Context: an optimization exercise on an open-source flow, tuned for small area, a short achievable clock period and few clock cycles per item. The choices shown serve that exercise and are no tape-out recipe. Only simulation tests tie the RTL to the original design; equivalence was not proved.

==> 06-19 <==
// sum_node
module sum_node (
    input  wire         clk,
    input  wire         rst,         
    input  wire         in_valid,
    output wire         in_ready,
    input  wire [255:0] in_x,        
    input  wire [31:0]  in_cs,       
    input  wire [31:0]  in_ce,       
    input  wire         in_last,     
    output wire         out_valid,
    input  wire         out_ready,
    output wire [255:0] out_y,       
    output wire         out_sat      
);
==> module sum_node, before the edit <==
module sum_node (
    input  wire         clk,
    input  wire         rst,         
    input  wire         in_valid,
    output wire         in_ready,
    input  wire [255:0] in_x,        
    input  wire [31:0]  in_cs,       
    input  wire [31:0]  in_ce,       
    input  wire         in_last,     
    output wire         out_valid,
    input  wire         out_ready,
    output wire [255:0] out_y,       
    output wire         out_sat      
);
    reg          rdy;             
    reg          nf;              
    reg          s0_v, s0_l, s0_f;
    reg  [255:0] x0;
    reg  [31:0]  cs0, ce0;
    reg          s1_v, s1_l;
    reg          clr;             
    reg  [255:0] x1;
    reg  [127:0] one1, two1, neg1;   
    reg  [639:0] acc;            
    reg          r_v;             
    reg          q_v;             
    reg  [7:0]   satv;            
    reg          rdy_o;           
    reg          y_v;
    reg  [255:0] y;
    reg          sat;
    wire block  = (s1_v & s1_l) | r_v | q_v | y_v;
    wire s0_go  = s0_v & ~(s0_l & block);
    wire n_s0_v  = rdy ? in_valid : s0_v;
    wire n_s0_l  = rdy ? in_last  : s0_l;
    wire n_s1_cl = s0_go & s0_l;
    wire n_r_v   = s1_v & s1_l;
    wire n_q_v   = r_v;
    wire n_y_v   = q_v | (y_v & ~out_ready);
    wire n_rdy, n_rdy_o;
    sn_rdy u_rdy   (.s0_v(n_s0_v), .s0_l(n_s0_l), .busy(n_s1_cl | n_r_v | n_q_v | n_y_v), .rdy(n_rdy));
    sn_rdy u_rdy_o (.s0_v(n_s0_v), .s0_l(n_s0_l), .busy(n_s1_cl | n_r_v | n_q_v | n_y_v), .rdy(n_rdy_o));
    assign in_ready  = rdy_o;
    assign out_valid = y_v;
    assign out_y     = y;
    assign out_sat   = sat;
    always @(posedge clk) begin
        if (rst) begin
            rdy  <= 1'b1;
            rdy_o <= 1'b1;
            nf   <= 1'b1;
            s0_v <= 1'b0;
            s1_v <= 1'b0;
            r_v  <= 1'b0;
            q_v  <= 1'b0;
            y_v  <= 1'b0;
        end else begin
            rdy  <= n_rdy;
            rdy_o <= n_rdy_o;
            if (rdy & in_valid)
                nf <= in_last;
            s0_v <= n_s0_v;
            s1_v <= s0_go;
            r_v  <= n_r_v;
            q_v  <= n_q_v;
            y_v  <= n_y_v;
        end
    end
    always @(posedge clk) begin
        if (rdy) begin
            s0_l <= in_last;
            s0_f <= nf;
            x0   <= in_x;
            cs0  <= in_cs;
            ce0  <= in_ce;
        end
    end
    wire [255:0] c_n;
    genvar gi;
    generate
        for (gi = 0; gi < 8; gi = gi + 1) begin : g_coef
            if (gi == 7) begin : g_last
                assign c_n[32*gi +: 32] = ce0;
            end else if (gi == 0) begin : g_0
                sn_coef0 u_coef (.cs(cs0), .ce(ce0), .c(c_n[32*gi +: 32]));
            end else if (gi == 1) begin : g_1
                sn_coef1 u_coef (.cs(cs0), .ce(ce0), .c(c_n[32*gi +: 32]));
            end else if (gi == 2) begin : g_2
                sn_coef2 u_coef (.cs(cs0), .ce(ce0), .c(c_n[32*gi +: 32]));
            end else if (gi == 3) begin : g_3
                sn_coef3 u_coef (.cs(cs0), .ce(ce0), .c(c_n[32*gi +: 32]));
            end else if (gi == 4) begin : g_4
                sn_coef4 u_coef (.cs(cs0), .ce(ce0), .c(c_n[32*gi +: 32]));
            end else if (gi == 5) begin : g_5
                sn_coef5 u_coef (.cs(cs0), .ce(ce0), .c(c_n[32*gi +: 32]));
            end else begin : g_6
                sn_coef6 u_coef (.cs(cs0), .ce(ce0), .c(c_n[32*gi +: 32]));
            end
        end
    endgenerate
    wire [127:0] one_n, two_n, neg_n;
    generate
        for (gi = 0; gi < 128; gi = gi + 1) begin : g_benc
            wire b2 = c_n[2*gi + 1];
            wire b1 = c_n[2*gi];
            wire b0 = (gi % 16 == 0) ? 1'b0 : c_n[2*gi - 1];
            assign one_n[gi] = s0_go & (b1 ^ b0);
            assign two_n[gi] = s0_go & ((b2 & ~b1 & ~b0) | (~b2 & b1 & b0));
            assign neg_n[gi] = s0_go & b2;
        end
    endgenerate
    always @(posedge clk) begin
        s1_l <= s0_l;
        clr  <= s0_go & s0_f;
        x1   <= x0;
        one1 <= one_n;
        two1 <= two_n;
        neg1 <= neg_n;
    end
    wire [639:0] acc_n;
    generate
        for (gi = 0; gi < 8; gi = gi + 1) begin : g_mac
            sn_mac u_mac (
                .x(x1[32*gi +: 32]), .one(one1[16*gi +: 16]), .two(two1[16*gi +: 16]),
                .neg(neg1[16*gi +: 16]), .clr(clr),
                .acc(acc[80*gi +: 80]), .acc_n(acc_n[80*gi +: 80]));
        end
    endgenerate
    always @(posedge clk) begin
        acc <= acc_n;
    end
    wire [255:0] y_n;
    wire [7:0]   sat_n;
    generate
        for (gi = 0; gi < 8; gi = gi + 1) begin : g_round
            wire [79:0] t   = acc[80*gi +: 80];
            wire        tie = (t[26:0] == 27'd0);
            wire        hi  = ~t[79] & ~(t[78:58] == 21'd0);
            wire        lo  =  t[79] & ~(t[78:58] == 21'h1F_FFFF);
            assign y_n[32*gi +: 32] = hi ? 32'h7FFF_FFFF : lo ? 32'h8000_0000
                                         : {t[58:28], t[27] & ~tie};
            assign sat_n[gi] = hi | lo;
        end
    endgenerate
    always @(posedge clk) begin
        if (r_v) begin
            y    <= y_n;
            satv <= sat_n;
        end
        if (q_v)
            sat <= |satv;
    end
endmodule
==> module sn_rdy, before the edit <==
module sn_rdy (input wire s0_v, input wire s0_l, input wire busy, output wire rdy);
    assign rdy = ~s0_v | ~(s0_l & busy);
endmodule
Settings: LEC_CHECK=0, ABC_CLOCK_PERIOD_IN_PS=2500, CAP_MARGIN=20, CORE_MARGIN=2, CORE_UTILIZATION=50, GPL_TIMING_DRIVEN=0, SLEW_MARGIN=20, SYNTH_HIERARCHICAL=1, SYNTH_MINIMUM_KEEP_SIZE=0; clock period 22.0 ns.
standard.sh (not shown) runs the stock make flow with config.mk's settings and CLKGATE_MAP_FILE= SYNTH_SCRIPT=/design/flow/synth_recipe.tcl, a recipe that flattens the netlist after the stock synthesis.
==> flow/flow/run.sh <==
#!/bin/bash
set -euo pipefail
bash standard.sh 'BUFFER_PORTS_ARGS=-buffer_cell sky130_fd_sc_hd__buf_4' \
    SETUP_SLACK_MARGIN=15.5 finish > standard.log 2>&1
==> 10-02: changes against 06-19 <==
--- a/flow/design.v
+++ b/flow/design.v
@@ -25,5 +25,2 @@
     reg          r_v;             
-    reg          q_v;             
-    reg  [7:0]   satv;            
-    reg          rdy_o;           
     reg          y_v;
@@ -31,3 +28,3 @@
     reg          sat;
-    wire block  = (s1_v & s1_l) | r_v | q_v | y_v;
+    wire block  = (s1_v & s1_l) | r_v | y_v;
     wire s0_go  = s0_v & ~(s0_l & block);
@@ -37,8 +34,5 @@
     wire n_r_v   = s1_v & s1_l;
-    wire n_q_v   = r_v;
-    wire n_y_v   = q_v | (y_v & ~out_ready);
-    wire n_rdy, n_rdy_o;
-    sn_rdy u_rdy   (.s0_v(n_s0_v), .s0_l(n_s0_l), .busy(n_s1_cl | n_r_v | n_q_v | n_y_v), .rdy(n_rdy));
-    sn_rdy u_rdy_o (.s0_v(n_s0_v), .s0_l(n_s0_l), .busy(n_s1_cl | n_r_v | n_q_v | n_y_v), .rdy(n_rdy_o));
-    assign in_ready  = rdy_o;
+    wire n_y_v   = r_v | (y_v & ~out_ready);
+    wire n_rdy   = ~n_s0_v | ~(n_s0_l & (n_s1_cl | n_r_v | n_y_v));
+    assign in_ready  = rdy;
     assign out_valid = y_v;
@@ -49,3 +43,2 @@
             rdy  <= 1'b1;
-            rdy_o <= 1'b1;
             nf   <= 1'b1;
@@ -54,3 +47,2 @@
             r_v  <= 1'b0;
-            q_v  <= 1'b0;
             y_v  <= 1'b0;
@@ -58,3 +50,2 @@
             rdy  <= n_rdy;
-            rdy_o <= n_rdy_o;
             if (rdy & in_valid)
@@ -64,3 +55,2 @@
             r_v  <= n_r_v;
-            q_v  <= n_q_v;
             y_v  <= n_y_v;
@@ -146,12 +136,7 @@
         if (r_v) begin
-            y    <= y_n;
-            satv <= sat_n;
+            y   <= y_n;
+            sat <= |sat_n;
         end
-        if (q_v)
-            sat <= |satv;
     end
 endmodule
-module sn_rdy (input wire s0_v, input wire s0_l, input wire busy, output wire rdy);
-    assign rdy = ~s0_v | ~(s0_l & busy);
-endmodule
 module sn_mac (input wire [31:0] x, input wire [15:0] one, input wire [15:0] two, input wire [15:0] neg, input wire clr,
==> flow/run.sh (new file) <==
#!/bin/bash
# synth_recipe.tcl (not shown) runs the flow's synth.tcl, then flattens the netlist and writes it again
# the make line also repeats each setting of config.mk as NAME=value (left out here)
make -C /OpenROAD-flow-scripts/flow DESIGN_CONFIG=/design/flow/config.mk WORK_HOME=/design/flow/orfs CLKGATE_MAP_FILE= SYNTH_SCRIPT=/design/flow/synth_recipe.tcl finish
Settings changed: ABC_CLOCK_PERIOD_IN_PS 2500 to 4000.
removed: flow/flow/run.sh
removed: flow/standard.sh
==> run notes <==
| quantity | 10-02 | 06-19 |
|---|---|---|
| Cell with the biggest individual delay on the critical path | nor3_1 | fa_2 |
| Setup repair after global routing missed its margin | false | true |
| Largest stage delay on the critical path | 0.97 ns | 0.56 ns |
| Non-Clock Buffer Area Fraction | 0.0644 | 0.103 |
| Vertical extent of the die | 721 um | 723 um |
| Tap Count | 6757 | 6890 |
| Number of global-route vias before repair | 213k | 218k |
| Die width | 721 um | 723 um |
| Capture instance of the worst register-to-register path | acc[132] | acc[316] |
| Run status | finished clean | finished clean |
| Detail-routed net length per standard cell | 34.3 um | 35.0 um |
| Simple-Gate Fraction of Synth Area | 0.0652 | 0.0584 |
| Arrival time reported for the critical path endpoint | 10.08 ns | 7.92 ns |
| Final min period | 9.24 ns | 7.09 ns |
| CTS sink cnt | 1867 | 1877 |
| Termination of the worst setup path | acc[132] | acc[316] |
| Clock slew seen by the registers of the worst setup and hold paths | 0.06 ns | 0.08 ns |
| Critical path buffer and inverter count | 2 | 7 |
| Number of enable-type register cells in the synthesized netlist | 578 | 586 |
| Sequential standard cell area | 43200 um2 | 44300 um2 |
Testbench counts of 06-19, summed over its fixed seeds: cycles 7,778, sends 7,571.
Testbench counts of 10-02, summed over its fixed seeds: cycles 7,706, sends 7,571.

---

==> inputs of job 7758 <==
sum_node, a different RTL version from the one above (not shown whole).
==> module sum_node, before the edit <==
module sum_node (
    input  wire         clk,
    input  wire         rst,         
    input  wire         in_valid,
    output wire         in_ready,
    input  wire [255:0] in_x,        
    input  wire [31:0]  in_cs,       
    input  wire [31:0]  in_ce,       
    input  wire         in_last,     
    output wire         out_valid,
    input  wire         out_ready,
    output wire [255:0] out_y,       
    output wire         out_sat      
);
    reg          rdy;             
    reg          nf;              
    reg          s0_v, s0_l, s0_f;
    reg  [255:0] x0;
    reg  [31:0]  cs0, ce0;
    reg          s1_v, s1_l;
    reg          clr;             
    reg  [255:0] x1;
    reg  [127:0] one1, two1, neg1;   
    reg  [639:0] acc_s, acc_c;    
    reg          r_v;             
    reg          y_v;
    reg  [255:0] y;
    reg          sat;
    wire block  = (s1_v & s1_l) | r_v | y_v;
    wire s0_go  = s0_v & ~(s0_l & block);
    wire n_s0_v  = rdy ? in_valid : s0_v;
    wire n_s0_l  = rdy ? in_last  : s0_l;
    wire n_s1_cl = s0_go & s0_l;
    wire n_r_v   = s1_v & s1_l;
    wire n_y_v   = r_v | (y_v & ~out_ready);
    wire n_rdy   = ~n_s0_v | ~(n_s0_l & (n_s1_cl | n_r_v | n_y_v));
    assign in_ready  = rdy;
    assign out_valid = y_v;
    assign out_y     = y;
    assign out_sat   = sat;
    always @(posedge clk) begin
        if (rst) begin
            rdy  <= 1'b1;
            nf   <= 1'b1;
            s0_v <= 1'b0;
            s1_v <= 1'b0;
            r_v  <= 1'b0;
            y_v  <= 1'b0;
        end else begin
            rdy  <= n_rdy;
            if (rdy & in_valid)
                nf <= in_last;
            s0_v <= n_s0_v;
            s1_v <= s0_go;
            r_v  <= n_r_v;
            y_v  <= n_y_v;
        end
    end
    always @(posedge clk) begin
        if (rdy) begin
            s0_l <= in_last;
            s0_f <= nf;
            x0   <= in_x;
            cs0  <= in_cs;
            ce0  <= in_ce;
        end
    end
    wire [255:0] c_n;
    genvar gi;
    generate
        for (gi = 0; gi < 8; gi = gi + 1) begin : g_coef
            if (gi == 7) begin : g_last
                assign c_n[32*gi +: 32] = ce0;
            end else if (gi == 0) begin : g_0
                sn_coef0 u_coef (.cs(cs0), .ce(ce0), .c(c_n[32*gi +: 32]));
            end else if (gi == 1) begin : g_1
                sn_coef1 u_coef (.cs(cs0), .ce(ce0), .c(c_n[32*gi +: 32]));
            end else if (gi == 2) begin : g_2
                sn_coef2 u_coef (.cs(cs0), .ce(ce0), .c(c_n[32*gi +: 32]));
            end else if (gi == 3) begin : g_3
                sn_coef3 u_coef (.cs(cs0), .ce(ce0), .c(c_n[32*gi +: 32]));
            end else if (gi == 4) begin : g_4
                sn_coef4 u_coef (.cs(cs0), .ce(ce0), .c(c_n[32*gi +: 32]));
            end else if (gi == 5) begin : g_5
                sn_coef5 u_coef (.cs(cs0), .ce(ce0), .c(c_n[32*gi +: 32]));
            end else begin : g_6
                sn_coef6 u_coef (.cs(cs0), .ce(ce0), .c(c_n[32*gi +: 32]));
            end
        end
    endgenerate
    wire [127:0] one_n, two_n, neg_n;
    generate
        for (gi = 0; gi < 128; gi = gi + 1) begin : g_benc
            wire b2 = c_n[2*gi + 1];
            wire b1 = c_n[2*gi];
            wire b0 = (gi % 16 == 0) ? 1'b0 : c_n[2*gi - 1];
            assign one_n[gi] = s0_go & (b1 ^ b0);
            assign two_n[gi] = s0_go & ((b2 & ~b1 & ~b0) | (~b2 & b1 & b0));
            assign neg_n[gi] = s0_go & b2;
        end
    endgenerate
    always @(posedge clk) begin
        s1_l <= s0_l;
        clr  <= s0_go & s0_f;
        x1   <= x0;
        one1 <= one_n;
        two1 <= two_n;
        neg1 <= neg_n;
    end
    wire [639:0] ns, nc;
    generate
        for (gi = 0; gi < 8; gi = gi + 1) begin : g_mac
            sn_mac u_mac (
                .x(x1[32*gi +: 32]), .one(one1[16*gi +: 16]), .two(two1[16*gi +: 16]),
                .neg(neg1[16*gi +: 16]), .clr(clr),
                .acc_s(acc_s[80*gi +: 80]), .acc_c(acc_c[80*gi +: 80]),
                .ns(ns[80*gi +: 80]), .nc(nc[80*gi +: 80]));
        end
    endgenerate
    always @(posedge clk) begin
        acc_s <= ns;
        acc_c <= nc;
    end
    wire [255:0] y_n;
    wire [7:0]   sat_n;
    generate
        for (gi = 0; gi < 8; gi = gi + 1) begin : g_round
            sn_round u_round (.a(acc_s[80*gi +: 80]), .b(acc_c[80*gi +: 80]),
                              .y(y_n[32*gi +: 32]), .sat(sat_n[gi]));
        end
    endgenerate
    always @(posedge clk) begin
        if (r_v) begin
            y   <= y_n;
            sat <= |sat_n;
        end
    end
endmodule
Settings: LEC_CHECK=0, ABC_CLOCK_PERIOD_IN_PS=4000, CAP_MARGIN=20, CORE_MARGIN=2, CORE_UTILIZATION=50, GPL_TIMING_DRIVEN=0, SLEW_MARGIN=20, SYNTH_HIERARCHICAL=1, SYNTH_MINIMUM_KEEP_SIZE=0; clock period 22.0 ns.
run.sh (not shown) runs the stock make flow with config.mk's settings and CLKGATE_MAP_FILE= SYNTH_SCRIPT=/design/flow/synth_recipe.tcl, a recipe that flattens the netlist after the stock synthesis.
Stock flow here: none of the scripts above is used.
==> inputs of job 4562, as changes to job 7758 <==
--- a/flow/design.v
+++ b/flow/design.v
@@ -24,8 +24,11 @@
     reg  [639:0] acc_s, acc_c;    
     reg          r_v;             
+    reg          q_v;             
+    reg  [7:0]   satv;            
+    reg          rdy_o;           
     reg          y_v;
     reg  [255:0] y;
     reg          sat;
-    wire block  = (s1_v & s1_l) | r_v | y_v;
+    wire block  = (s1_v & s1_l) | r_v | q_v | y_v;
     wire s0_go  = s0_v & ~(s0_l & block);
     wire n_s0_v  = rdy ? in_valid : s0_v;
@@ -33,7 +36,10 @@
     wire n_s1_cl = s0_go & s0_l;
     wire n_r_v   = s1_v & s1_l;
-    wire n_y_v   = r_v | (y_v & ~out_ready);
-    wire n_rdy   = ~n_s0_v | ~(n_s0_l & (n_s1_cl | n_r_v | n_y_v));
-    assign in_ready  = rdy;
+    wire n_q_v   = r_v;
+    wire n_y_v   = q_v | (y_v & ~out_ready);
+    wire n_rdy, n_rdy_o;
+    sn_rdy u_rdy   (.s0_v(n_s0_v), .s0_l(n_s0_l), .busy(n_s1_cl | n_r_v | n_q_v | n_y_v), .rdy(n_rdy));
+    sn_rdy u_rdy_o (.s0_v(n_s0_v), .s0_l(n_s0_l), .busy(n_s1_cl | n_r_v | n_q_v | n_y_v), .rdy(n_rdy_o));
+    assign in_ready  = rdy_o;
     assign out_valid = y_v;
     assign out_y     = y;
@@ -42,11 +48,14 @@
         if (rst) begin
             rdy  <= 1'b1;
+            rdy_o <= 1'b1;
             nf   <= 1'b1;
             s0_v <= 1'b0;
             s1_v <= 1'b0;
             r_v  <= 1'b0;
+            q_v  <= 1'b0;
             y_v  <= 1'b0;
         end else begin
             rdy  <= n_rdy;
+            rdy_o <= n_rdy_o;
             if (rdy & in_valid)
                 nf <= in_last;
@@ -54,4 +63,5 @@
             s1_v <= s0_go;
             r_v  <= n_r_v;
+            q_v  <= n_q_v;
             y_v  <= n_y_v;
         end
@@ -130,11 +140,21 @@
         end
     endgenerate
+    wire [255:0] y_d;
+    wire         sat_d;
+    sn_hold #(.W(256)) u_hold_y   (.s(r_v), .a(y_n), .b(y), .y(y_d));
+    sn_hold #(.W(1))   u_hold_sat (.s(q_v), .a(|satv), .b(sat), .y(sat_d));
     always @(posedge clk) begin
-        if (r_v) begin
-            y   <= y_n;
-            sat <= |sat_n;
-        end
+        if (r_v)
+            satv <= sat_n;
+        y   <= y_d;
+        sat <= sat_d;
     end
 endmodule
+module sn_hold #(parameter W = 1) (input wire s, input wire [W-1:0] a, input wire [W-1:0] b, output wire [W-1:0] y);
+    assign y = s ? a : b;
+endmodule
+module sn_rdy (input wire s0_v, input wire s0_l, input wire busy, output wire rdy);
+    assign rdy = ~s0_v | ~(s0_l & busy);
+endmodule
 module sn_mac (input wire [31:0] x, input wire [15:0] one, input wire [15:0] two, input wire [15:0] neg, input wire clr,
                input wire [79:0] acc_s, input wire [79:0] acc_c,
==> flow/flow/run.sh (new file) <==
#!/bin/bash
set -euo pipefail
bash standard.sh 'BUFFER_PORTS_ARGS=-buffer_cell sky130_fd_sc_hd__buf_4' \
    SETUP_SLACK_MARGIN=15.8 finish > standard.log 2>&1
==> flow/standard.sh (new file) <==
#!/bin/bash
# synth_recipe.tcl (not shown) runs the flow's synth.tcl, then flattens the netlist and writes it again
# the make line also repeats each setting of config.mk as NAME=value (left out here)
make -C /OpenROAD-flow-scripts/flow DESIGN_CONFIG=/design/flow/config.mk WORK_HOME=/design/flow/orfs CLKGATE_MAP_FILE= SYNTH_SCRIPT=/design/flow/synth_recipe.tcl "${@:-finish}"
- ABC_CLOCK_PERIOD_IN_PS: 4000 -> 2500
- CORE_UTILIZATION: 50 -> 60
- CTS_CLUSTER_SIZE: not set -> 40
removed: flow/run.sh
==> inputs of job 7925, as changes to job 7758 <==
--- a/flow/design.v
+++ b/flow/design.v
@@ -24,8 +24,11 @@
     reg  [639:0] acc_s, acc_c;    
     reg          r_v;             
+    reg          q_v;             
+    reg  [7:0]   satv;            
+    reg          rdy_o;           
     reg          y_v;
     reg  [255:0] y;
     reg          sat;
-    wire block  = (s1_v & s1_l) | r_v | y_v;
+    wire block  = (s1_v & s1_l) | r_v | q_v | y_v;
     wire s0_go  = s0_v & ~(s0_l & block);
     wire n_s0_v  = rdy ? in_valid : s0_v;
@@ -33,7 +36,10 @@
     wire n_s1_cl = s0_go & s0_l;
     wire n_r_v   = s1_v & s1_l;
-    wire n_y_v   = r_v | (y_v & ~out_ready);
-    wire n_rdy   = ~n_s0_v | ~(n_s0_l & (n_s1_cl | n_r_v | n_y_v));
-    assign in_ready  = rdy;
+    wire n_q_v   = r_v;
+    wire n_y_v   = q_v | (y_v & ~out_ready);
+    wire n_rdy, n_rdy_o;
+    sn_rdy u_rdy   (.s0_v(n_s0_v), .s0_l(n_s0_l), .busy(n_s1_cl | n_r_v | n_q_v | n_y_v), .rdy(n_rdy));
+    sn_rdy u_rdy_o (.s0_v(n_s0_v), .s0_l(n_s0_l), .busy(n_s1_cl | n_r_v | n_q_v | n_y_v), .rdy(n_rdy_o));
+    assign in_ready  = rdy_o;
     assign out_valid = y_v;
     assign out_y     = y;
@@ -42,11 +48,14 @@
         if (rst) begin
             rdy  <= 1'b1;
+            rdy_o <= 1'b1;
             nf   <= 1'b1;
             s0_v <= 1'b0;
             s1_v <= 1'b0;
             r_v  <= 1'b0;
+            q_v  <= 1'b0;
             y_v  <= 1'b0;
         end else begin
             rdy  <= n_rdy;
+            rdy_o <= n_rdy_o;
             if (rdy & in_valid)
                 nf <= in_last;
@@ -54,4 +63,5 @@
             s1_v <= s0_go;
             r_v  <= n_r_v;
+            q_v  <= n_q_v;
             y_v  <= n_y_v;
         end
@@ -132,9 +142,14 @@
     always @(posedge clk) begin
         if (r_v) begin
-            y   <= y_n;
-            sat <= |sat_n;
+            y    <= y_n;
+            satv <= sat_n;
         end
+        if (q_v)
+            sat <= |satv;
     end
 endmodule
+module sn_rdy (input wire s0_v, input wire s0_l, input wire busy, output wire rdy);
+    assign rdy = ~s0_v | ~(s0_l & busy);
+endmodule
 module sn_mac (input wire [31:0] x, input wire [15:0] one, input wire [15:0] two, input wire [15:0] neg, input wire clr,
                input wire [79:0] acc_s, input wire [79:0] acc_c,
==> flow/flow/run.sh (new file) <==
#!/bin/bash
# The standard layout, with every input and output port buffered by a buf_4
# instead of the default port buffer (a slow delay cell on sky130hd).
# The whole make output goes to standard.log in the work folder; ORFS keeps
# each step's log under orfs/logs.
set -euo pipefail
bash standard.sh 'BUFFER_PORTS_ARGS=-buffer_cell sky130_fd_sc_hd__buf_4' finish > standard.log 2>&1
==> flow/standard.sh (new file) <==
#!/bin/bash
# synth_recipe.tcl (not shown) runs the flow's synth.tcl, then flattens the netlist and writes it again
# the make line also repeats each setting of config.mk as NAME=value (left out here)
make -C /OpenROAD-flow-scripts/flow DESIGN_CONFIG=/design/flow/config.mk WORK_HOME=/design/flow/orfs CLKGATE_MAP_FILE= SYNTH_SCRIPT=/design/flow/synth_recipe.tcl "${@:-finish}"
- ABC_CLOCK_PERIOD_IN_PS: 4000 -> 2500
removed: flow/run.sh
==> comparison <==
Worst setup slack: job 7925 is worse than job 4562 (0.54 ns). Job 4562 ran to the end with no violations. Job 7925 passed the timing, design-rule and antenna checks. Job 7758 went through all stages and came out clean. Against job 7758, the die area of job 4562 is smaller by 16%. Of job 4562 and job 7758, job 4562 has the higher utilization (gap 10 points). The highest sequential share of layout area belongs to job 7925, the lowest to job 4562. Clock-buffer cell count: job 7925 > job 4562 > job 7758. Against job 7758, the critical path depth of job 7925 is lower by 2. Of job 7925 and job 7758, job 7925 has the higher synthesized area (gap about 0.3%, measured against job 7758). Of job 7758 and job 7925, job 7925 has the higher via count (gap about 0.36%, measured against job 7925).
Testbench counts of job 7758, summed over its fixed seeds: cycles 7,706, sends 7,571.
Testbench counts of job 4562, summed over its fixed seeds: cycles 7,778, sends 7,571.
Testbench counts of job 7925, summed over its fixed seeds: cycles 7,778, sends 7,571.

what the ideal ports hide:
Ports are ideal in the flow. The routed layouts listed here were re-timed in OpenROAD. Step 1: set_driving_cell puts a clkbuf_16 on clk and a buf_2 on each other input, an assumption about the parent block. Step 2 moves the port delays by t, midway between the first and last clock arrival at a register: inputs arrive t later, outputs are due t later. That takes back most of the time a late clock gives input paths. Three values: no drivers, after step 1, after step 2; two values: the first two.
run	t, ns	setup WS [ns]	worst register clock-pin slew, ns	pins driven straight from the clock port
06-19	1.127	14.905 / 14.905 / 14.905	0.08 / 0.08	1
10-02	1.127	12.757 / 12.757 / 12.757	0.09 / 0.09	1
job 7758	1.166	14.563 / 14.563 / 14.563	0.09 / 0.09	1
job 4562	1.137	15.860 / 15.724 / 15.860	0.07 / 0.07	1
job 7925	1.177	15.323 / 15.323 / 15.323	0.08 / 0.08	1
After both steps every run listed still meets setup and hold.
